This is an optimization exercise on Yosys and OpenROAD, whose aim is small area and a short achievable clock period, not a production implementation.
Where RTL was checked, it was by simulation tests only, not by an equivalence proof against the original.
Function not checked in runs 3 and 4: the RTL went through the layout flow alone.

`flow/design.v`:
```
module cp_lzc #(
    parameter W  = 32,
    parameter LW = 5
) (
    input  wire [W-1:0]  x,
    output wire [LW-1:0] n
);
    localparam P = 1 << LW;
    wire [P-1:0] xp = {x, {(P-W){1'b1}}};
    genvar l, i;
    generate
        for (l = 1; l <= LW; l = l + 1) begin : lv
            wire [(P>>l)-1:0]   v;
            wire [(P>>l)*l-1:0] c;
        end
        for (i = 0; i < P / 2; i = i + 1) begin : l1
            assign lv[1].v[i] = xp[2*i+1] | xp[2*i];
            assign lv[1].c[i] = ~xp[2*i+1];
        end
        for (l = 2; l <= LW; l = l + 1) begin : lvl
            for (i = 0; i < (P >> l); i = i + 1) begin : nd
                wire         vh = lv[l-1].v[2*i+1];
                wire         vl = lv[l-1].v[2*i];
                wire [l-2:0] ch = lv[l-1].c[(2*i+1)*(l-1) +: (l-1)];
                wire [l-2:0] cl = lv[l-1].c[(2*i)*(l-1) +: (l-1)];
                assign lv[l].v[i] = vh | vl;
                assign lv[l].c[i*l +: l] = vh ? {1'b0, ch} : {1'b1, cl};
            end
        end
    endgenerate
    assign n = lv[LW].c;
endmodule
module cp_pipe #(
    parameter W = 1,
    parameter R = 1
) (
    input  wire         clk,
    input  wire [W-1:0] d,
    output wire [W-1:0] q
);
    generate
        if (R) begin : g_reg
            reg [W-1:0] r;
            always @(posedge clk) r <= d;
            assign q = r;
        end else begin : g_wire
            assign q = d;
        end
    endgenerate
endmodule
module fp32_add #(
    parameter       CW  = 1,
    parameter [4:0] CUT = 5'b00000
) (
    input  wire          clk,
    input  wire [31:0]   a,
    input  wire [31:0]   b,
    input  wire [CW-1:0] ci,
    output wire [31:0]   sum,
    output wire [CW-1:0] co,
    output wire [63:0]   abo         
);
    wire        a_big = (a[30:0] >= b[30:0]);
    wire [31:0] big   = a_big ? a : b;
    wire [31:0] sml   = a_big ? b : a;
    wire        bz    = (big[30:23] == 8'd0);
    wire        sz    = (sml[30:23] == 8'd0);
    wire [7:0]  eb    = {big[30:24], big[23] | bz};
    wire [7:0]  es    = {sml[30:24], sml[23] | sz};
    wire [7:0]  ea0   = {a[30:24], a[23] | (a[30:23] == 8'd0)};
    wire [7:0]  eb0   = {b[30:24], b[23] | (b[30:23] == 8'd0)};
    wire [7:0]  dab   = ea0 - eb0;
    wire [7:0]  dba   = eb0 - ea0;
    wire [7:0]  d     = a_big ? dab : dba;
    wire        dbig  = a_big ? (dab >= 8'd27) : (dba >= 8'd27);
    wire a_nan = (a[30:23] == 8'hFF) && (a[22:0] != 23'd0);
    wire b_nan = (b[30:23] == 8'hFF) && (b[22:0] != 23'd0);
    wire a_inf = (a[30:23] == 8'hFF) && (a[22:0] == 23'd0);
    wire b_inf = (b[30:23] == 8'hFF) && (b[22:0] == 23'd0);
    wire nan   = a_nan || b_nan || (a_inf && b_inf && (a[31] != b[31]));
    wire inf   = (big[30:23] == 8'hFF);
    wire zs    = a[31] & b[31];
    wire [CW+75:0] b1d = {ci, a_big, sml[30:23], big[31], eb, ~bz, big[22:0], ~sz, sml[22:0],
                          big[31] ^ sml[31], dbig, d[4:0], nan, inf, zs};
    wire [CW+75:0] b1q;
    cp_pipe #(.W(CW+76), .R(CUT[0])) p1 (.clk(clk), .d(b1d), .q(b1q));
    wire [CW-1:0] c2;
    wire        s2, sub2, dbig2, nan2, inf2, zs2;
    wire [7:0]  eb2;
    wire [23:0] mb2, ms2;
    wire [4:0]  d2;
    wire        ab2;
    wire [7:0]  es2;
    assign {c2, ab2, es2, s2, eb2, mb2, ms2, sub2, dbig2, d2, nan2, inf2, zs2} = b1q;
    wire [32:0] so2   = {ab2, s2 ^ sub2, es2, ms2[22:0]};
    wire [26:0] sh    = {ms2, 3'd0} >> d2;
    reg  [23:0] lost;
    integer k;
    always @* for (k = 0; k < 24; k = k + 1) lost[k] = (k + 3 < d2);
    wire        stk   = |(ms2 & lost);
    wire [26:0] al    = dbig2 ? {26'd0, |ms2} : {sh[26:1], sh[0] | stk};
    wire [CW+96:0] b2d = {c2, so2, s2, eb2, mb2, al, sub2, nan2, inf2, zs2};
    wire [CW+96:0] b2q;
    cp_pipe #(.W(CW+97), .R(CUT[1])) p2 (.clk(clk), .d(b2d), .q(b2q));
    wire [CW-1:0] c3;
    wire        s3, sub3, nan3, inf3, zs3;
    wire [7:0]  eb3;
    wire [23:0] mb3;
    wire [26:0] al3;
    wire [32:0] so3;
    assign {c3, so3, s3, eb3, mb3, al3, sub3, nan3, inf3, zs3} = b2q;
    wire [31:0] big3  = {s3, mb3[23] ? eb3 : 8'd0, mb3[22:0]};
    wire [63:0] ab3   = so3[32] ? {so3[31:0], big3} : {big3, so3[31:0]};
    wire [27:0] S     = {1'b0, mb3, 3'd0} + ({1'b0, al3} ^ {28{sub3}}) + {27'd0, sub3};
    wire [CW+103:0] b3d = {c3, ab3, s3, eb3, S, nan3, inf3, zs3};
    wire [CW+103:0] b3q;
    cp_pipe #(.W(CW+104), .R(CUT[2])) p3 (.clk(clk), .d(b3d), .q(b3q));
    wire [CW-1:0] c4;
    wire        s4, nan4, inf4, zs4;
    wire [7:0]  eb4;
    wire [27:0] S4;
    wire [63:0] ab4;
    assign {c4, ab4, s4, eb4, S4, nan4, inf4, zs4} = b3q;
    wire [31:0] mark  = (eb4 < 8'd28) ? (32'h8000_0000 >> eb4) : 32'd0;
    wire [4:0]  L;
    cp_lzc #(.W(28), .LW(5)) u_lz (.x(S4 | mark[31:4]), .n(L));
    wire [CW+109:0] b4d = {c4, ab4, s4, eb4, S4, L, nan4, inf4, zs4, S4 == 28'd0};
    wire [CW+109:0] b4q;
    cp_pipe #(.W(CW+110), .R(CUT[3])) p4 (.clk(clk), .d(b4d), .q(b4q));
    wire [CW-1:0] c5;
    wire        s5, nan5, inf5, zsx5, z5;
    wire [7:0]  eb5;
    wire [27:0] S5;
    wire [4:0]  L5;
    wire [63:0] ab5;
    assign {c5, ab5, s5, eb5, S5, L5, nan5, inf5, zsx5, z5} = b4q;
    wire [27:0] N     = S5 << L5;
    wire [7:0]  eL    = eb5 - {3'd0, L5};
    wire [CW+104:0] b5d = {c5, ab5, s5, eL, N, nan5, inf5, zsx5, z5};
    wire [CW+104:0] b5q;
    cp_pipe #(.W(CW+105), .R(CUT[4])) p5 (.clk(clk), .d(b5d), .q(b5q));
    wire [CW-1:0] c6;
    wire        s6, nan6, inf6, zsx6, z6;
    wire [7:0]  eL6;
    wire [27:0] N6;
    wire [63:0] ab6;
    assign {c6, ab6, s6, eL6, N6, nan6, inf6, zsx6, z6} = b5q;
    wire        up    = N6[3] & ((|N6[2:0]) | N6[4]);
    wire [31:0] r     = {1'b0, eL6, 23'd0} + {8'd0, N6[27:4]} + {31'd0, up};
    assign sum = nan6 ? 32'h7FC0_0000 :
                 inf6 ? {s6, 8'hFF, 23'd0} :
                 z6 ? {zsx6, 31'd0} :
                 (r[31] || r[30:23] == 8'hFF) ? {s6, 8'hFF, 23'd0} :
                 {s6, r[30:0]};
    assign co  = c6;
    assign abo = ab6;
endmodule
module cp_twosum #(
    parameter       CW  = 1,
    parameter [6:0] CUT = 7'b0000000
) (
    input  wire          clk,
    input  wire [31:0]   a,
    input  wire [31:0]   b,
    input  wire [CW-1:0] ci,
    output wire [31:0]   t,
    output wire [31:0]   er,
    output wire          plain,
    output wire [CW-1:0] co
);
    wire [3:0]  pg, pe;
    assign pg[3] = a[30:23] > b[30:23];
    assign pe[3] = a[30:23] == b[30:23];
    assign pg[2] = a[22:15] > b[22:15];
    assign pe[2] = a[22:15] == b[22:15];
    assign pg[1] = a[14:7] > b[14:7];
    assign pe[1] = a[14:7] == b[14:7];
    assign pg[0] = a[6:0] >= b[6:0];
    assign pe[0] = 1'b0;
    wire [CW+71:0] b0d = {ci, a, b, pg, pe};
    wire [CW+71:0] b0q;
    cp_pipe #(.W(CW+72), .R(1)) p0 (.clk(clk), .d(b0d), .q(b0q));
    wire [CW-1:0] c1;
    wire [31:0] a1, bb1;
    wire [3:0]  pg1, pe1;
    assign {c1, a1, bb1, pg1, pe1} = b0q;
    wire        ab1   = pg1[3] | pe1[3] & (pg1[2] | pe1[2] & (pg1[1] | pe1[1] & pg1[0]));
    wire a_nan = (a1[30:23] == 8'hFF) && (a1[22:0] != 23'd0);
    wire b_nan = (bb1[30:23] == 8'hFF) && (bb1[22:0] != 23'd0);
    wire a_inf = (a1[30:23] == 8'hFF) && (a1[22:0] == 23'd0);
    wire b_inf = (bb1[30:23] == 8'hFF) && (bb1[22:0] == 23'd0);
    wire nonfin1 = (a1[30:23] == 8'hFF) || (bb1[30:23] == 8'hFF);
    wire tnan1 = a_nan || b_nan || (a_inf && b_inf && (a1[31] != bb1[31]));
    wire tinfs1 = a_inf ? a1[31] : bb1[31];
    wire zx1   = (bb1[30:0] == 31'h7F7F_FFFF);
    wire [7:0]  ea1   = {a1[30:24], a1[23] | (a1[30:23] == 8'd0)};
    wire [7:0]  eb1   = {bb1[30:24], bb1[23] | (bb1[30:23] == 8'd0)};
    wire [7:0]  d0    = ab1 ? ea1 - eb1 : eb1 - ea1;
    wire        far   = (d0 >= 8'd26);
    wire [4:0]  d     = d0[4:0];
    wire [31:0] big   = ab1 ? a1 : bb1;
    wire [31:0] sml   = ab1 ? bb1 : a1;
    wire        bz    = (big[30:23] == 8'd0);
    wire        sz    = (sml[30:23] == 8'd0);
    wire [7:0]  eb    = {big[30:24], big[23] | bz};
    wire [7:0]  es    = {sml[30:24], sml[23] | sz};
    wire [8:0]  ef    = {sml[31], es};
    wire [6:0]  spec  = {nonfin1, tnan1, tinfs1, zx1, bb1[31], a1[31] & bb1[31], far};
    wire [CW+78:0] b1d = {c1, big[31], eb, ~bz, big[22:0], ~sz, sml[22:0], d,
                           ~far & (big[31] ^ sml[31]), ef, spec};
    wire [CW+78:0] b1q;
    cp_pipe #(.W(CW+79), .R(CUT[0])) p1 (.clk(clk), .d(b1d), .q(b1q));
    wire [CW-1:0] c2;
    wire        s2, sub2;
    wire [7:0]  eb2;
    wire [23:0] mb2, ms2;
    wire [4:0]  d2;
    wire [8:0]  ef2;
    wire [6:0]  sp2;
    assign {c2, s2, eb2, mb2, ms2, d2, sub2, ef2, sp2} = b1q;
    wire [48:0] bs    = {25'd0, ms2} << (sp2[0] ? 5'd0 : 5'd25 - d2);
    wire [CW+98:0] b2d = {c2, s2, eb2, mb2, bs, sub2, ef2, sp2};
    wire [CW+98:0] b2q;
    cp_pipe #(.W(CW+99), .R(CUT[1])) p2 (.clk(clk), .d(b2d), .q(b2q));
    wire [CW-1:0] c3;
    wire        s3, sub3;
    wire [7:0]  eb3;
    wire [23:0] mb3;
    wire [48:0] bs3;
    wire [8:0]  ef3;
    wire [6:0]  sp3;
    assign {c3, s3, eb3, mb3, bs3, sub3, ef3, sp3} = b2q;
    wire [49:0] S     = {1'b0, mb3, 25'd0} + ({1'b0, bs3} ^ {50{sub3}}) + {49'd0, sub3};
    wire [CW+74:0] b3d = {c3, s3, eb3, S, ef3, sp3};
    wire [CW+74:0] b3q;
    cp_pipe #(.W(CW+75), .R(CUT[2])) p3 (.clk(clk), .d(b3d), .q(b3q));
    wire [CW-1:0] c4;
    wire        s4;
    wire [7:0]  eb4;
    wire [49:0] S4;
    wire [8:0]  ef4;
    wire [6:0]  sp4;
    assign {c4, s4, eb4, S4, ef4, sp4} = b3q;
    wire [31:0] mark  = (eb4 < 8'd26) ? (32'h8000_0000 >> eb4) : 32'd0;
    wire [4:0]  L;
    cp_lzc #(.W(26), .LW(5)) u_lz (.x(S4[49:24] | mark[31:6]), .n(L));
    wire [CW+80:0] b4d = {c4, s4, eb4, S4, L, ef4, sp4, S4 == 50'd0};
    wire [CW+80:0] b4q;
    cp_pipe #(.W(CW+81), .R(CUT[3])) p4 (.clk(clk), .d(b4d), .q(b4q));
    wire [CW-1:0] c5;
    wire        s5, z5;
    wire [7:0]  eb5;
    wire [49:0] S5;
    wire [4:0]  L5;
    wire [8:0]  ef5;
    wire [6:0]  sp5;
    assign {c5, s5, eb5, S5, L5, ef5, sp5, z5} = b4q;
    wire [49:0] N     = (L5 == 5'd0) ? S5 :
                        (L5 == 5'd1) ? {S5[48:0], 1'b0} :
                        (L5 == 5'd2) ? {S5[47:0], 2'b0} :
                        {S5[49:24] << L5, 24'd0};
    wire [7:0]  eL    = eb5 - {3'd0, L5};
    wire [CW+75:0] b5d = {c5, s5, eL, N, ef5, sp5, z5};
    wire [CW+75:0] b5q;
    cp_pipe #(.W(CW+76), .R(CUT[4])) p5 (.clk(clk), .d(b5d), .q(b5q));
    wire [CW-1:0] c6;
    wire        s6, z6;
    wire [7:0]  eL6;
    wire [49:0] N6;
    wire [8:0]  ef6;
    wire        nonfin6, tnan6, tinfs6, zx6, xs6, zs6, far6;
    assign {c6, s6, eL6, N6, ef6, nonfin6, tnan6, tinfs6, zx6, xs6, zs6, far6, z6} = b5q;
    wire        up    = N6[25] & ((|N6[24:0]) | N6[26]);
    wire [31:0] r     = {1'b0, eL6, 23'd0} + {8'd0, N6[49:26]} + {31'd0, up};
    wire        ovf   = r[31] | (r[30:23] == 8'hFF);
    wire [31:0] t6    = nonfin6 ? (tnan6 ? 32'h7FC0_0000 : {tinfs6, 8'hFF, 23'd0}) :
                        ovf ? {s6, 8'hFF, 23'd0} :
                        z6 ? {zs6, 31'd0} : {s6, r[30:0]};
    wire [25:0] emag  = (N6[25:0] ^ {26{up}}) + {25'd0, up};
    wire [7:0]  eLe   = far6 ? ef6[7:0] + 8'd24 : eL6;
    wire        esg   = far6 ? ef6[8] : s6 ^ up;
    wire [CW+69:0] b6d = {c6, t6, nonfin6 | ovf, emag, eLe, esg, zx6, xs6};
    wire [CW+69:0] b6q;
    cp_pipe #(.W(CW+70), .R(CUT[5])) p6 (.clk(clk), .d(b6d), .q(b6q));
    wire [CW-1:0] c7;
    wire [31:0] t7;
    wire        pl7, es7, zx7, xs7;
    wire [25:0] emag7;
    wire [7:0]  eL7;
    assign {c7, t7, pl7, emag7, eL7, es7, zx7, xs7} = b6q;
    wire [4:0]  lz2;
    cp_lzc #(.W(26), .LW(5)) u_lz2 (.x(emag7), .n(lz2));
    wire signed [9:0] f = $signed({2'd0, eL7}) - 10'sd23 - $signed({5'd0, lz2});
    wire [7:0]  rs    = 8'd48 - eL7;
    wire [CW+83:0] b7d = {c7, t7, pl7, emag7, lz2, f, rs[5:0], es7, zx7, xs7, emag7 == 26'd0};
    wire [CW+83:0] b7q;
    cp_pipe #(.W(CW+84), .R(CUT[6])) p7 (.clk(clk), .d(b7d), .q(b7q));
    wire [CW-1:0] c8;
    wire [31:0] t8;
    wire        pl8, es8, zx8, xs8, ez8;
    wire [25:0] emag8;
    wire [4:0]  lz28;
    wire [9:0]  f8;
    wire [5:0]  rs8;
    assign {c8, t8, pl8, emag8, lz28, f8, rs8, es8, zx8, xs8, ez8} = b7q;
    wire [25:0] en    = emag8 << lz28;
    wire [49:0] esub  = {emag8, 24'd0} >> rs8;
    wire [31:0] err   = ez8 ? 32'd0 :
                        $signed(f8) >= 10'sd1 ? {es8, f8[7:0], en[24:2]} : {es8, 8'd0, esub[24:2]};
    wire        zovf  = zx8 && !ez8 && (f8 == 10'd230) && (en[24:2] == 23'd0) && (es8 != xs8);
    assign t     = t8;
    assign er    = pl8 ? 32'd0 : zovf ? 32'h7FC0_0000 : err;
    assign plain = pl8;
    assign co    = c8;
endmodule
module cpair_add (
    input  wire        clk,
    input  wire        rst,
    input  wire        in_valid,
    input  wire [63:0] in_pair,      
    input  wire [31:0] in_x,
    output reg         out_valid,
    output reg  [63:0] out_pair,
    output reg  [31:0] out_value
);
    localparam [6:0] TS_CUT = 7'b0101010;
    localparam [4:0] E_CUT  = 5'b01010;
    localparam [4:0] V_CUT  = 5'b01010;
    localparam NREG = 2 + 1 + 1 + TS_CUT[0] + TS_CUT[1] + TS_CUT[2] + TS_CUT[3] + TS_CUT[4] + TS_CUT[5] + TS_CUT[6]
                    + E_CUT[0] + E_CUT[1] + E_CUT[2] + E_CUT[3] + E_CUT[4]
                    + V_CUT[0] + V_CUT[1] + V_CUT[2] + V_CUT[3] + V_CUT[4];
    wire [31:0] t1, er1, e1;
    wire        pl1;
    cp_twosum #(.CW(32), .CUT(TS_CUT)) u_ts (
        .clk(clk), .a(in_pair[31:0]), .b(in_x), .ci(in_pair[63:32]), .t(t1), .er(er1), .plain(pl1), .co(e1));
    reg [31:0] t2, er2, e2;
    always @(posedge clk) begin
        t2  <= t1;
        er2 <= er1;
        e2  <= pl1 ? 32'd0 : e1;
    end
    wire [31:0] en3, t3;
    fp32_add #(.CW(32), .CUT(E_CUT)) u_e (.clk(clk), .a(e2), .b(er2), .ci(t2), .sum(en3), .co(t3), .abo());
    reg [31:0] t4, en4;
    always @(posedge clk) begin
        t4  <= t3;
        en4 <= en3;
    end
    wire [31:0] val5;
    wire [63:0] pair5;
    fp32_add #(.CW(1), .CUT(V_CUT)) u_v (.clk(clk), .a(t4), .b(en4), .ci(1'b0), .sum(val5), .co(), .abo(pair5));
    always @(posedge clk) begin
        out_pair  <= pair5;
        out_value <= val5;
    end
    reg [NREG-2:0] vp;
    always @(posedge clk) begin
        if (rst) begin
            vp        <= {(NREG-1){1'b0}};
            out_valid <= 1'b0;
        end else begin
            vp        <= {vp[NREG-3:0], in_valid};
            out_valid <= vp[NREG-2];
        end
    end
endmodule
```
`flow/flow/run.sh`:
```
#!/bin/bash
set -euo pipefail
cd "$(dirname "$0")/.."
TARGET_NS=5.5
MARGIN=$(python3 -c "print(round(${FLOW_PERIOD_NS:-22.0} - ${TARGET_NS}, 3))")
bash standard.sh "SETUP_SLACK_MARGIN=${MARGIN}" \
    "BUFFER_PORTS_ARGS=-buffer_cell sky130_fd_sc_hd__buf_4" finish > make.log 2>&1
```
`flow/standard.sh`:
```
#!/bin/bash
# synth_recipe.tcl (not shown) runs the flow's synth.tcl, then flattens the netlist and writes it again
# the make line also repeats each setting of config.mk as NAME=value (left out here)
make -C /OpenROAD-flow-scripts/flow DESIGN_CONFIG=/design/flow/config.mk WORK_HOME=/design/flow/orfs CLKGATE_MAP_FILE= SYNTH_SCRIPT=/design/flow/synth_recipe.tcl "${@:-finish}"
```
`flow/config.mk`:
```
export PLATFORM = sky130hd
export DESIGN_NAME = cpair_add
export DESIGN_NICKNAME = cpair_add
export VERILOG_FILES = /design/flow/design.v
export SDC_FILE = /design/flow/constraint.sdc
export NUM_CORES = 4
export LEC_CHECK = 0
export CAP_MARGIN = 20
export CORE_MARGIN = 2
export CORE_UTILIZATION = 70
export CTS_CLUSTER_DIAMETER = 80
export CTS_CLUSTER_SIZE = 30
export SLEW_MARGIN = 20
```
`flow/constraint.sdc`:
```
create_clock -name core_clock -period 22.0 [get_ports {clk}]
set_input_delay 4.4000 -clock core_clock [delete_from_list [all_inputs] [get_ports {clk}]]
set_output_delay 4.4000 -clock core_clock [all_outputs]
set_load 0.01 [all_outputs]
```
==> results of run 1 <==
flip-flops by register name, indices dropped and copies added (netlist names), 64 cells and up:
| name | count |
|---|---|
| u_e.p4.g_reg.r | 78 |
| u_ts.p6.g_reg.r | 102 |
| u_v.p4.g_reg.r | 110 |
| u_ts.p0.g_reg.r | 103 |
| u_e.p2.g_reg.r | 96 |
| u_ts.p4.g_reg.r | 113 |
| u_ts.p2.g_reg.r | 131 |
| out_pair | 64 |
| u_v.p2.g_reg.r | 97 |
kinds of logic after synthesis:
| family | after synthesis | share of synthesized area [%] |
|---|---|---|
| adders and majority gates | 246 | 5.56 |
| AOI/OAI and AO/OA | 1426 | 16.2 |
| muxes | 524 | 12.0 |
| buffers and inverters | 596 | 4.29 |
| xor gates and xnor gates | 341 | 5.27 |
| and+or+nand+nor | 2082 | 17.9 |
| DFF | 1097 | 38.7 |
per-layer routing:
metal	GRT usage [%]	share of wire (%)	up-vias	routed length (µm)
met5	0	0.026	-	43
met4	18.8	5.8	6	9660
met3	6.24	9.0	597	15000
met2	64.0	46	2778	76900
li1	-	-	22595	-
met1	48.4	39	22976	64100
metrics by stage:
step / cell area (µm²) / util, % / hold WS, ns / worst slack [ns]
2_1_floorplan: 56800 / - / 0.310 / 16.30
3_3_place_gp: 58700 / 73.0 / 0.310 / 15.86
3_5_place_dp: 58700 / 73.0 / 0.312 / 15.63
4_1_cts: 60900 / 75.7 / 0.325 / 16.46
5_1_grt: 61200 / 76.2 / 0.328 / 16.44
6_report: 61200 / 76.2 / 0.323 / 16.46
cell type report:
| type | count | area [µm²] |
|---|---|---|
| multi-input cells | 4619 | 32600 |
| flip-flops and latches | 1097 | 22100 |
| fillers | 5699 | 19200 |
| repair buffers | 262 | 2440 |
| well taps | 1060 | 1330 |
| clock buffers | 52 | 1280 |
| inverters | 294 | 1140 |
| clock inverters | 20 | 355 |
worst paths after layout:
check                           end                 from  depth (start not counted)  slack, ns
setup / recovery      out_value[13]        out_value[13]                          1      16.46
hold / removal                t4[9]  u_e.p4.g_reg.r[119]                          0       0.32
setup reg to reg  u_v.p2.g_reg.r[4]               t4[12]                         15      16.67
hold reg to reg               t4[9]  u_e.p4.g_reg.r[119]                          0       0.32
cell usage in the layout, fill, tap and decap left out, types with 157 or more instances in the layout:
cell type	n
o21ai_0	324
buf_4	157
ha_1	233
xor2_1	171
inv_1	275
xnor2_1	164
nor2_1	486
dfxtp_1	995
nand2_1	662
mux2i_1	261
a21oi_1	394
what timing repair did:
item                                    in CTS  in global routing
hold buffers                                 0                  0
gates cloned                                 0                  1
endpoints found under the setup margin     164                232
resized for setup                          170                 69
buffers inserted                             2                 11
hold endpoints to repair                     0                  0
pin swaps                                    1                  1
==> summary.txt, run 1 <==
Synthesis
  • Commonest cells in the netlist: dfxtp_1 (1097), nand2_1 (666), nor2_1 (489)
  • Syn_area_per_cell: 8.98 µm²
  • Post-Syn Area: 0.0567 mm²
  • Synth Warn #: 11
  • Post-synth EDFFs: 0
  • Post-synth ARST share: 0%
  • Synth Register Bits: 1097
  • Synth cell types: 114
  • Dominant synthesized flop cell: dfxtp_1
  • Syn_nets: 6657
  • Cell taking the most area after synthesis: dfxtp_1
  • Synth area leaders: dfxtp_1 (39%), ha_1 (5.2%), mux2i_1 (4.7%), mux4_2 (4.4%), nand2_1 (4.4%)
  • Register area share after synthesis: 38.7%
  • Mapped Cells: 6312
  • Most common cell in the netlist: dfxtp_1
  • Yosys top cell area share: 38.7%

Timing
  • RSZ-0062 raised after global routing: yes
  • Relative max-transition margin: 13.9%
  • Final min period: 5.54 ns
  • Setup Skew: 0.0409 ns
  • Slew @ Worst Pin: 1.28 ns
  • Endpoints failing setup: 0
  • Setup TNS: 0 ns
  • Final Max Slew Viols: 0
  • Fmax: 181 MHz
  • Tcrit/Tclk final: 25.2%
  • Endpoints failing hold: 0

Setup path
  • Crit Path Max Fanout: 1
  • Req. time, crit path: 17.60 ns
  • Buf/Inv on CP: 1
  • CP max stage cell: dfxtp_2
  • CP top delay family: flip-flops
  • Setup CP Type: reg -> out
  • Max incr delay on CP: 0.34 ns
  • Crit. End Element: output port
  • CP cell instances: buf_6
  • Startpoint types: flip-flop
  • Critical Path AT: 1.14 ns

GRT
  • First-pass GRT wire length: 254000 µm
  • Congestion Overflow GR: 0
  • Initial antenna violation count: 5
  • Largest net degree at the start of global routing: 108
  • GRT Overall Usage: 38.3%
  • Vias in the first global route: 45936

Floorplanning
  • Full die area: 0.0833 mm²
  • Die Y: 289 µm
  • Core Area: 0.0804 mm²
  • Initial core utilization: 70.5%
  • Width of the die: 289 µm
  • FP Rows: 104
  • # IOs: 196

Placement
  • Inst Count DP: 7317
  • DP HPWL: 124000 µm
  • GP Congestion: 1.01
  • PortBufs: 195

Clocking
  • CTS sink count: 1097
  • CTS buffer count: 49
  • Worst-path clk slew: 0.11 ns
  • CTS tree: yes
  • H-tree depth: 2
  • Skew-Pair Late Insertion Delay: 0.66 ns
  • Clock Path Buffers: 3
  • Root Driver: clkbuf_16

Hold path
  • HP Class: reg -> reg

Routing
  • WL final: 166000 µm
  • Vias post-DR: 48952
  • 1st-pass router iterations: 7
  • Antenna viol nets, final: 0
  • Vias per Instance: 6.61
  • Drt wl/cell: 22.4 µm
  • DRC Markers: 0
  • Initial DRC count: 5979

Run
  • Max cap viols: 0

Cells and area
  • Fin nets: 6668
  • Non-filler instance count after layout: 7404
  • P&R area growth vs syn: 8.01%
  • Ant. Diodes: 0
  • Layout cells sized above 1: 13.1%

Outcome
  • Status: finished clean
==> run 2: changes to the inputs <==
--- a/flow/config.mk
+++ b/flow/config.mk
@@ -12,2 +12,3 @@
 export CTS_CLUSTER_SIZE = 30
 export SLEW_MARGIN = 20
+export TNS_END_PERCENT = 5
==> summary.txt, run 2 <==
Cells and area
  • Layout cells sized above 1: 11.5%
  • Max FFs per register: 131
  • Non-filler instance count after layout: 7397
  • Regs by FF count: u_ts.p2.g_reg.r: 131 flops, u_ts.p4.g_reg.r: 113 flops, u_v.p4.g_reg.r: 110 flops
  • Most common cell after layout, fill and taps aside: dfxtp_1
  • Biggest register: u_ts.p2.g_reg.r
  • Fin nets: 6658
  • P&R area growth vs syn: 6.95%
  • Most frequent cells in the layout: dfxtp_1 (1072), nand2_1 (664), nor2_1 (486)

Routing
  • DRC Markers: 0
  • Vias post-DR: 48362
  • 1st-pass router iterations: 7
  • Antenna viol nets, final: 0
  • Vias per Instance: 6.54
  • Drt wl/cell: 21.4 µm
  • Initial DRC count: 5300
  • WL final: 158000 µm

Placement
  • PortBufs: 195
  • DP HPWL: 121000 µm
  • Inst Count DP: 7313
  • GP Congestion: 1.06

Synthesis
  • Main combinational cell family by area after synthesis: simple AND/OR/NAND/NOR gates
  • Synth area leaders: dfxtp_1 (39%), ha_1 (5.2%), mux2i_1 (4.7%), mux4_2 (4.4%), nand2_1 (4.4%)
  • Register area share after synthesis: 38.7%
  • Synth Area in XOR/XNOR: 5.27%
  • Mapped Cells: 6312
  • Post-synth EDFFs: 0
  • Adder-Cell Fraction of Synth Area: 5.56%
  • Dominant synthesized flop cell: dfxtp_1
  • Synth Area in Compound Gates: 16.2%
  • Syn_area_per_cell: 8.98 µm²
  • Cell taking the most area after synthesis: dfxtp_1
  • Synth Warn #: 11
  • Simple-gate share of the synthesized area: 17.9%
  • Commonest cells in the netlist: dfxtp_1 (1097), nand2_1 (666), nor2_1 (489)
  • Post-synth ARST share: 0%
  • Post-Syn Area: 0.0567 mm²
  • Synth Register Bits: 1097
  • Synth cell types: 114
  • Most common cell in the netlist: dfxtp_1
  • Syn_nets: 6657
  • Yosys top cell area share: 38.7%
  • Mux cell area share after synthesis: 12.0%

Setup path
  • Crit Path Max Fanout: 1
  • CP top delay family: flip-flops
  • Setup CP Type: reg -> out
  • Critical Path AT: 1.19 ns
  • R2R Setup Slk: 16.61 ns
  • FF-to-FF path depth: 19
  • CP max stage cell: dfxtp_2
  • Reg2reg end: u_ts.p6.g_reg.r[40]
  • Max incr delay on CP: 0.41 ns
  • Buf/Inv on CP: 1
  • Critical Path Start: out_value[17]
  • Critical R2R Launch: u_ts.p4.g_reg.r[17]
  • Crit. End Element: output port
  • Req. time, crit path: 17.60 ns
  • CP cell instances: buf_6
  • Startpoint types: flip-flop

Hold path
  • Beginning of the worst hold path: t2[28]
  • Hold path depth: 0
  • Hold Path Sink: u_e.p2.g_reg.r[125]
  • HP Class: reg -> reg

Clocking
  • Skew-Pair Late Insertion Delay: 0.67 ns
  • CTS tree: yes
  • Clock Path Buffers: 3
  • Root Driver: clkbuf_16
  • CTS Hold Buffers Added: 0
  • H-tree depth: 2
  • CTS buffer count: 50
  • CTS sink count: 1097
  • Worst-path clk slew: 0.11 ns

GRT
  • Largest net degree at the start of global routing: 107
  • Congestion Overflow GR: 0
  • GRT Overall Usage: 36.8%
  • Initial antenna violation count: 2
  • First-pass GRT wire length: 246000 µm
  • Vias in the first global route: 45021

Floorplanning
  • Die Y: 289 µm
  • Full die area: 0.0833 mm²
  • # IOs: 196
  • Width of the die: 289 µm
  • Core Area: 0.0804 mm²
  • FP Rows: 104
  • Initial core utilization: 70.5%

Timing
  • Tcrit/Tclk final: 25.4%
  • Final Max Slew Viols: 0
  • Endpoints failing hold: 0
  • Fmax: 179 MHz
  • Relative max-transition margin: 14.2%
  • Final min period: 5.59 ns
  • Endpoints failing setup: 0
  • Slew @ Worst Pin: 1.27 ns
  • Setup Skew: 0.0322 ns
  • Setup TNS: 0 ns
  • RSZ-0062 raised after global routing: yes

Run
  • Max cap viols: 0

Outcome
  • Status: finished clean
==> run 2: through the flow <==
step / hold WS [ns] / utilization, % / setup slack (ns) / area (µm²)
6_report: 0.312 / 75.4 / 16.41 / 60600
5_1_grt: 0.302 / 75.4 / 16.29 / 60600
4_1_cts: 0.292 / 75.2 / 16.43 / 60500
3_5_place_dp: 0.312 / 73.0 / 15.92 / 58700
3_3_place_gp: 0.310 / 73.0 / 16.04 / 58700
2_1_floorplan: 0.310 / - / 16.30 / 56800
==> run 2: what timing repair did <==
action / 4_1_cts / 5_1_grt
setup endpoints to repair: 132 / 240
buffers inserted: 1 / 6
pin swaps: 0 / 4
gates resized for setup: 37 / 24
==> run 2: metal layers <==
layer / track usage [%] / share of wire [%] / up-vias
met5: 0 / 0.0082 / -
met4: 18.0 / 5.4 / 2
met3: 5.98 / 9.1 / 510
met2: 60.6 / 46 / 2589
met1: 47.2 / 39 / 22686
li1: - / - / 22575
==> run 2: worst max-delay path by stage <==
stage | end | cells after the start
2_1_floorplan | u_ts.p0.g_reg.r[6] | 12
3_3_place_gp | u_ts.p0.g_reg.r[6] | 13
3_5_place_dp | u_ts.p6.g_reg.r[40] | 19
4_1_cts | out_pair[15] | 1
5_1_grt | u_ts.p6.g_reg.r[40] | 19
6_report | out_value[17] | 1
==> run 2: cell type report <==
type	instances	area, µm²
Timing Repair Buffer	251	2000
Sequential cell	1097	22000
Antenna cell	1	2.50
Fill cell	5875	19800
Multi-Input combinational cell	4619	32500
Clock buffer	52	1280
Tap cell	1060	1330
Clock inverter	23	389
Inverter	294	1130
==> run 2: cell families after synthesis <==
logic type	count (synthesis)
AO/OA/AOI/OAI	1426
AND/OR/NAND/NOR	2082
adder cells (fa/ha/maj)	246
multiplexers	524
flip-flops	1097
buffers and inverters	596
XOR/XNOR	341
==> run 3: changes to the inputs <==
--- a/flow/design.v
+++ b/flow/design.v
@@ -256,8 +256,9 @@
     wire [6:0]  sp5;
     assign {c5, s5, eb5, S5, L5, ef5, sp5, z5} = b4q;
-    wire [49:0] N     = (L5 == 5'd0) ? S5 :
-                        (L5 == 5'd1) ? {S5[48:0], 1'b0} :
-                        (L5 == 5'd2) ? {S5[47:0], 2'b0} :
-                        {S5[49:24] << L5, 24'd0};
+    wire [27:0] nh    = S5[49:22] << L5;
+    wire [49:0] N     = {nh[27:2],
+                         (L5 == 5'd0) ? S5[23:0] :
+                         (L5 == 5'd1) ? {S5[22:0], 1'b0} :
+                         (L5 == 5'd2) ? {S5[21:0], 2'b0} : 24'd0};
     wire [7:0]  eL    = eb5 - {3'd0, L5};
     wire [CW+75:0] b5d = {c5, s5, eL, N, ef5, sp5, z5};
==> summary.txt, run 3 <==
Routing
  • Initial DRC count: 5800
  • Vias per Instance: 6.67
  • DRC Markers: 0
  • Vias post-DR: 50813
  • Antenna viol nets, final: 0
  • 1st-pass router iterations: 8
  • Drt wl/cell: 22.2 µm
  • WL final: 170000 µm

Synthesis
  • Adder-Cell Fraction of Synth Area: 5.40%
  • Post-synth EDFFs: 0
  • Commonest cells in the netlist: dfxtp_1 (1097), nand2_1 (657), nor2_1 (518)
  • Synth Register Bits: 1097
  • Main combinational cell family by area after synthesis: simple AND/OR/NAND/NOR gates
  • Cell taking the most area after synthesis: dfxtp_1
  • Syn_area_per_cell: 8.94 µm²
  • Most common cell in the netlist: dfxtp_1
  • Mux cell area share after synthesis: 12.0%
  • Register area share after synthesis: 37.6%
  • Synth cell types: 113
  • Dominant synthesized flop cell: dfxtp_1
  • Synth Area in XOR/XNOR: 5.17%
  • Yosys top cell area share: 37.6%
  • Post-Syn Area: 0.0584 mm²
  • Mapped Cells: 6529
  • Simple-gate share of the synthesized area: 18.1%
  • Post-synth ARST share: 0%
  • Synth Area in Compound Gates: 17.0%
  • Synth Warn #: 11
  • Syn_nets: 6874
  • Synth area leaders: dfxtp_1 (38%), mux4_2 (5.6%), ha_1 (5.1%), mux2i_1 (4.3%), nand2_1 (4.2%)

Timing
  • Slew @ Worst Pin: 1.07 ns
  • Final Max Slew Viols: 0
  • Tcrit/Tclk final: 25.3%
  • RSZ-0062 raised after global routing: yes
  • Fmax: 180 MHz
  • Relative max-transition margin: 27.8%
  • Hold slack: 0.326 ns
  • Endpoints failing setup: 0
  • Endpoints failing hold: 0
  • Final min period: 5.57 ns
  • Setup Skew: 0.0377 ns
  • Setup TNS: 0 ns

Setup path
  • CP top delay family: flip-flops
  • Crit Path Max Fanout: 1
  • Setup CP Type: reg -> out
  • Critical Path AT: 1.17 ns
  • Critical R2R Launch: er2[13]
  • Startpoint types: flip-flop
  • CP cell instances: buf_4
  • Max incr delay on CP: 0.37 ns
  • Crit. End Element: output port
  • Buf/Inv on CP: 1
  • Req. time, crit path: 17.60 ns
  • Critical Path Start: out_value[17]
  • CP max stage cell: dfxtp_1

Cells and area
  • Area of the multi-input gates: 0.0340 mm²
  • Ant. Diodes: 0
  • Register area: 0.0220 mm²
  • Biggest register: u_ts.p2.g_reg.r
  • Layout cells sized above 1: 11.1%
  • P&R area growth vs syn: 6.85%
  • Max FFs per register: 131
  • Finished Cell Area: 0.0624 mm²
  • Most common cell after layout, fill and taps aside: dfxtp_1
  • Fill cells: 5816
  • Most frequent cells in the layout: dfxtp_1 (1085), nand2_1 (655), nor2_1 (517)
  • Regs by FF count: u_ts.p2.g_reg.r: 131 flops, u_ts.p4.g_reg.r: 113 flops, u_v.p4.g_reg.r: 110 flops
  • Fin nets: 6868

Placement
  • DP Area: 0.0603 mm²
  • PortBufs: 195
  • GP Congestion: 1.01
  • DP HPWL: 129000 µm

GRT
  • Congestion Overflow GR: 0
  • Initial antenna violation count: 5
  • Vias in the first global route: 48168
  • GRT Overall Usage: 38.1%
  • First-pass GRT wire length: 263000 µm
  • Largest net degree at the start of global routing: 88

Floorplanning
  • Core Area: 0.0824 mm²
  • Full die area: 0.0857 mm²
  • FP Rows: 105
  • Initial core utilization: 70.9%
  • Die Y: 293 µm
  • # IOs: 196
  • Width of the die: 293 µm

Clocking
  • H-tree depth: 2
  • Root Driver: clkbuf_16
  • CTS buffer count: 51
  • Worst-path clk slew: 0.10 ns
  • Clock Path Buffers: 3
  • CTS sink count: 1097
  • Skew-Pair Late Insertion Delay: 0.68 ns
  • CTS tree: yes
  • CTS Hold Buffers Added: 0

Run
  • Max cap viols: 0

Hold path
  • HP Class: reg -> reg
  • Beginning of the worst hold path: u_v.p2.g_reg.r[1]

Outcome
  • Status: finished clean
[run 3: cell count changes in the layout (fill, tap and decap cells not counted), sizes merged, moves of 12 or more]
cell | previous run | this run
a21o | 98 | 85
buf | 251 | 271
inv | 298 | 332
mux2 | 146 | 107
mux2i | 266 | 251
mux4 | 112 | 146
nand3 | 124 | 160
nor2 | 492 | 520
nor3 | 164 | 179
o211ai | 34 | 71
o21ai | 351 | 366
or4 | 19 | 31
[run 3: per-layer routing]
metal  up-vias  GRT usage (%)  share of wire, %
met3       595           7.16               8.8
met1     23930           47.3                39
met2      2736           63.3                47
met4         8           19.5               5.8
met5         -              0             0.028
li1      23544              -                 -
[run 3: timing repair]
| item | 4_1_cts | 5_1_grt |
|---|---|---|
| setup buffers | 1 | 17 |
| resized for setup | 28 | 19 |
| endpoints found under the setup margin | 162 | 218 |
| cloned | 1 | 0 |
| endpoints found under the hold margin | 0 | 0 |
| pin swaps | 1 | 5 |
[run 3: area by class of cell]
type / count / area share [%]
Timing Repair inverter: 1 / 0.00802
Timing Repair Buffer: 271 / 3.37
Clock buffer: 53 / 2.07
Sequential cell: 1097 / 35.2
Clock inverter: 28 / 0.712
Multi-Input combinational cell: 4779 / 54.5
Inverter: 322 / 1.99
Tap cell: 1070 / 2.15
[run 3: worst paths after layout]
| kind | endpoint | slack [ns] | cells past startpoint |
|---|---|---|---|
| worst max-delay path | out_value[17] | 16.43 | 1 |
| worst min-delay path | u_v.p4.g_reg.r[2] | 0.33 | 0 |
| worst min register to register | u_v.p4.g_reg.r[2] | 0.33 | 0 |
| worst max register to register | u_e.p2.g_reg.r[4] | 16.54 | 15 |
[run 3: cells by family after synthesis]
logic type               count (synthesis)
adder cells (fa/ha/maj)                246
buffers and inverters                  653
AO/OA/AOI/OAI                         1526
flip-flops                            1097
AND/OR/NAND/NOR                       2159
XOR/XNOR                               344
multiplexers                           504
[run 3: stage by stage]
stage	std cells	setup slack, ns	util (%)
after floorplan	6529	16.30	-
after global placement	7520	14.75	73.1
after detailed placement	7521	14.24	73.2
after CTS	7604	16.42	75.4
after global routing	7621	16.37	75.7
final	7621	16.43	75.7
==> run 4: changes to the inputs <==
--- a/flow/design.v
+++ b/flow/design.v
@@ -49,4 +49,54 @@
     endgenerate
 endmodule
+module cp_bkadd #(
+    parameter W  = 28,
+    parameter LW = 5
+) (
+    input  wire [W-1:0] a,
+    input  wire [W-1:0] b,
+    input  wire         ci,
+    output wire [W-1:0] s
+);
+    localparam P = 1 << LW;
+    wire [P-1:0] ap = {{(P-W){1'b0}}, a};
+    wire [P-1:0] bp = {{(P-W){1'b0}}, b};
+    wire [P-1:0] hp = ap ^ bp;
+    genvar l, i;
+    generate
+        for (l = 0; l <= 2 * LW - 1; l = l + 1) begin : lv
+            wire [P-1:0] g, p;
+        end
+        assign lv[0].g[0] = (ap[0] & bp[0]) | (hp[0] & ci);
+        assign lv[0].p[0] = 1'b0;
+        for (i = 1; i < P; i = i + 1) begin : l0
+            assign lv[0].g[i] = ap[i] & bp[i];
+            assign lv[0].p[i] = hp[i];
+        end
+        for (l = 1; l <= LW; l = l + 1) begin : up
+            for (i = 0; i < P; i = i + 1) begin : nd
+                if ((i % (1 << l)) == (1 << l) - 1) begin : c
+                    assign lv[l].g[i] = lv[l-1].g[i] | (lv[l-1].p[i] & lv[l-1].g[i - (1 << (l-1))]);
+                    assign lv[l].p[i] = lv[l-1].p[i] & lv[l-1].p[i - (1 << (l-1))];
+                end else begin : w
+                    assign lv[l].g[i] = lv[l-1].g[i];
+                    assign lv[l].p[i] = lv[l-1].p[i];
+                end
+            end
+        end
+        for (l = LW + 1; l <= 2 * LW - 1; l = l + 1) begin : dn
+            for (i = 0; i < P; i = i + 1) begin : nd
+                if (((i + 1) % (1 << (2*LW-l))) == (1 << (2*LW-1-l)) && (i + 1) > (1 << (2*LW-l))) begin : c
+                    assign lv[l].g[i] = lv[l-1].g[i] | (lv[l-1].p[i] & lv[l-1].g[i - (1 << (2*LW-1-l))]);
+                    assign lv[l].p[i] = lv[l-1].p[i] & lv[l-1].p[i - (1 << (2*LW-1-l))];
+                end else begin : w
+                    assign lv[l].g[i] = lv[l-1].g[i];
+                    assign lv[l].p[i] = lv[l-1].p[i];
+                end
+            end
+        end
+    endgenerate
+    wire [P-1:0] cin = {lv[2*LW-1].g[P-2:0], ci};
+    assign s = hp[W-1:0] ^ cin[W-1:0];
+endmodule
 module fp32_add #(
     parameter       CW  = 1,
@@ -112,5 +162,6 @@
     wire [31:0] big3  = {s3, mb3[23] ? eb3 : 8'd0, mb3[22:0]};
     wire [63:0] ab3   = so3[32] ? {so3[31:0], big3} : {big3, so3[31:0]};
-    wire [27:0] S     = {1'b0, mb3, 3'd0} + ({1'b0, al3} ^ {28{sub3}}) + {27'd0, sub3};
+    wire [27:0] S;
+    cp_bkadd #(.W(28), .LW(5)) u_add (.a({1'b0, mb3, 3'd0}), .b({1'b0, al3} ^ {28{sub3}}), .ci(sub3), .s(S));
     wire [CW+103:0] b3d = {c3, ab3, s3, eb3, S, nan3, inf3, zs3};
     wire [CW+103:0] b3q;
==> summary.txt, run 4 <==
Outcome
  • Status: finished clean

GRT
  • Vias in the first global route: 47997
  • Congestion Overflow GR: 0
  • Initial antenna violation count: 10
  • First-pass GRT wire length: 270000 µm
  • Largest net degree at the start of global routing: 90
  • GRT Overall Usage: 39.6%

Clocking
  • CTS tree: yes
  • Root Driver: clkbuf_16
  • CTS buffer count: 50
  • Worst-path clk slew: 0.11 ns
  • Clock Path Buffers: 3
  • H-tree depth: 2
  • CTS sink count: 1097
  • Skew-Pair Late Insertion Delay: 0.68 ns
  • CTS Hold Buffers Added: 0

Cells and area
  • Register area: 0.0220 mm²
  • Finished Cell Area: 0.0622 mm²
  • Max FFs per register: 131
  • Fin nets: 6873
  • Most frequent cells in the layout: dfxtp_1 (1083), nand2_1 (667), nor2_1 (497)
  • P&R area growth vs syn: 7.05%
  • Non-filler instance count after layout: 7600
  • Layout cells sized above 1: 11.4%
  • Area of the multi-input gates: 0.0337 mm²
  • Regs by FF count: u_ts.p2.g_reg.r: 131 flops, u_ts.p4.g_reg.r: 113 flops, u_v.p4.g_reg.r: 110 flops
  • Biggest register: u_ts.p2.g_reg.r
  • Fill cells: 5770
  • Most common cell after layout, fill and taps aside: dfxtp_1

Synthesis
  • Syn_area_per_cell: 8.90 µm²
  • Synth area leaders: dfxtp_1 (38%), mux4_2 (5.4%), ha_1 (5.1%), nand2_1 (4.3%), mux2i_1 (3.9%)
  • Yosys top cell area share: 37.8%
  • Post-Syn Area: 0.0581 mm²
  • Cell taking the most area after synthesis: dfxtp_1
  • Dominant synthesized flop cell: dfxtp_1
  • Register area share after synthesis: 37.8%
  • Synth Register Bits: 1097
  • Most common cell in the netlist: dfxtp_1
  • Syn_nets: 6891
  • Synth Warn #: 11
  • Commonest cells in the netlist: dfxtp_1 (1097), nand2_1 (669), nor2_1 (503)
  • Synth cell types: 110
  • Mapped Cells: 6522
  • Post-synth ARST share: 0%
  • Post-synth EDFFs: 0

Timing
  • Setup Skew: 0.0476 ns
  • Fmax: 178 MHz
  • Relative max-transition margin: 30.6%
  • RSZ-0062 raised after global routing: yes
  • Final Max Slew Viols: 0
  • Setup WS post-layout: 16.38 ns
  • Tcrit/Tclk final: 25.5%
  • Slew @ Worst Pin: 1.03 ns
  • Endpoints failing hold: 0
  • Setup TNS: 0 ns
  • Final min period: 5.62 ns
  • Endpoints failing setup: 0

Routing
  • Initial DRC count: 6468
  • DRC Markers: 0
  • WL met1: 67700 µm
  • WL final: 176000 µm
  • 1st-pass router iterations: 11
  • Antenna viol nets, final: 0
  • Drt wl/cell: 23.1 µm
  • WL met2: 79300 µm
  • Vias per Instance: 6.75
  • Vias post-DR: 51302
  • Uppermost layer routed: met5
  • Met3 wire len: 18300 µm

Placement
  • DP HPWL: 133000 µm
  • Worst slack at placement: 15.09 ns
  • PortBufs: 195
  • GP Congestion: 1.05
  • Inst Count DP: 7507
  • DP Area: 0.0600 mm²

Setup path
  • Crit. End Element: flip-flop
  • Setup CP Type: reg -> reg
  • CP top delay family: compound AO/OA/AOI/OAI gates
  • Startpoint types: flip-flop
  • Buf/Inv on CP: 1
  • CP cell instances: buf_4, xor2_1, ha_1, a31o_2, a21o_1, a21oi_1, o21ai_0, a41o_1, a21oi_1, o21ai_0, a41oi_1, o21a_1, o21a_1, fa_1, xor2_1, nand2_1, nor3_1, nand3_1, nor4_1
  • R2R Setup Slk: 16.38 ns
  • Crit Path Max Fanout: 29
  • Req. time, crit path: 22.45 ns
  • Critical Path AT: 6.07 ns
  • CP max stage cell: nor4_1
  • Max incr delay on CP: 0.80 ns

Floorplanning
  • FP Rows: 105
  • Full die area: 0.0853 mm²
  • Die Y: 292 µm
  • Width of the die: 292 µm
  • Core Area: 0.0821 mm²
  • Initial core utilization: 70.7%
  • # IOs: 196

Run
  • Max cap viols: 0

Hold path
  • HP Class: reg -> reg
run 4: layout make-up:
type,instances,area share [%]
multi-input cells,4720,54.2
repair inverters,1,0.00805
inverters,368,2.31
well taps,1070,2.15
repair buffers,266,3.32
diodes,2,0.00805
clock inverters,20,0.549
flip-flops and latches,1097,35.4
clock buffers,56,2.10
run 4: worst reg2reg max path, delay by kind of cell, from the launching register on:
family / cells / cell delay, ns
AO/OA/AOI/OAI: 10 / 2.44
XOR/XNOR: 2 / 0.53
adder cells (fa/ha/maj): 2 / 0.47
buffers and inverters: 1 / 0.40
flip-flops: 1 / 0.32
AND/OR/NAND/NOR: 4 / 1.25
run 4: logic make-up (layout without fill, tap and decap cells):
family / count (synthesis) / count (layout) / share of synthesized area [%]
mux: 469 / 469 / 11.4
buf+inv: 708 / 711 / 4.90
xor+xnor: 306 / 306 / 4.63
compound gates: 1522 / 1524 / 17.0
fa+ha+maj: 270 / 270 / 6.26
other cells: 0 / 2 / 0
flops: 1097 / 1097 / 37.8
simple gates: 2150 / 2151 / 18.0
run 4: what timing repair did:
| action | CTS | global route |
|---|---|---|
| setup endpoints to repair | 139 | 223 |
| resized for setup | 27 | 45 |
| cloned | 1 | 3 |
| pin swaps | 0 | 8 |
| buffers inserted | 1 | 9 |
run 4: worst paths after layout:
check | from | to | cells past startpoint
setup / recovery | u_e.p2.g_reg.r[3] | u_e.p4.g_reg.r[0] | 19
hold reg to reg | u_ts.p2.g_reg.r[10] | u_ts.p4.g_reg.r[11] | 0
hold / removal | u_ts.p2.g_reg.r[10] | u_ts.p4.g_reg.r[11] | 0
setup reg to reg | u_e.p2.g_reg.r[3] | u_e.p4.g_reg.r[0] | 19
run 4: per-stage QoR:
stage	utilization [%]	hold slack [ns]
after floorplan	-	0.310
after global placement	73.1	0.310
after global routing	75.7	0.325
after CTS	75.3	0.320
after detailed placement	73.1	0.312
final	75.7	0.325
run 4: layer usage:
metal | track usage [%] | up-vias
li1 | - | 23342
met1 | 51.1 | 24129
met2 | 63.6 | 3197
met3 | 8.02 | 624
met4 | 19.6 | 10
met5 | 0 | -

## afterwards: timing with drivers on the ports
The results above use ideal ports. As a check the final layouts listed here were re-extracted and re-timed, cells and wires unchanged. Step 1 (the two cells are an assumption about what drives the block):
set clk [get_ports {clk}]
set_driving_cell -lib_cell sky130_fd_sc_hd__clkbuf_16 $clk
set_driving_cell -lib_cell sky130_fd_sc_hd__buf_2 [delete_from_list [all_inputs] $clk]
Step 2 moves the port delays by t, midway between the first and last clock arrival at a register: inputs arrive t later, outputs are due t later. That takes back most of the time a late clock gives input paths. a / b / c = ideal / step 1 / step 2; a / b = the first two.
| run | shift t [ns] | slack for setup (ns) | worst hold slack (ns) |
|---|---|---|---|
| run 1 | 0.718 | 16.463 / 16.391 / 15.978 | 0.323 / 0.323 / 0.323 |
| run 2 | 0.730 | 16.411 / 16.338 / 15.964 | 0.312 / 0.312 / 0.312 |
| run 3 | 0.737 | 16.431 / 16.359 / 15.976 | 0.326 / 0.326 / 0.326 |
| run 4 | 0.725 | 16.383 / 16.378 / 15.995 | 0.325 / 0.325 / 0.325 |
After both steps setup and hold are still met in every run listed. The setup slack of run 1, which loses most, moves by -0.072 ns with the drivers and by -0.485 ns with both steps.
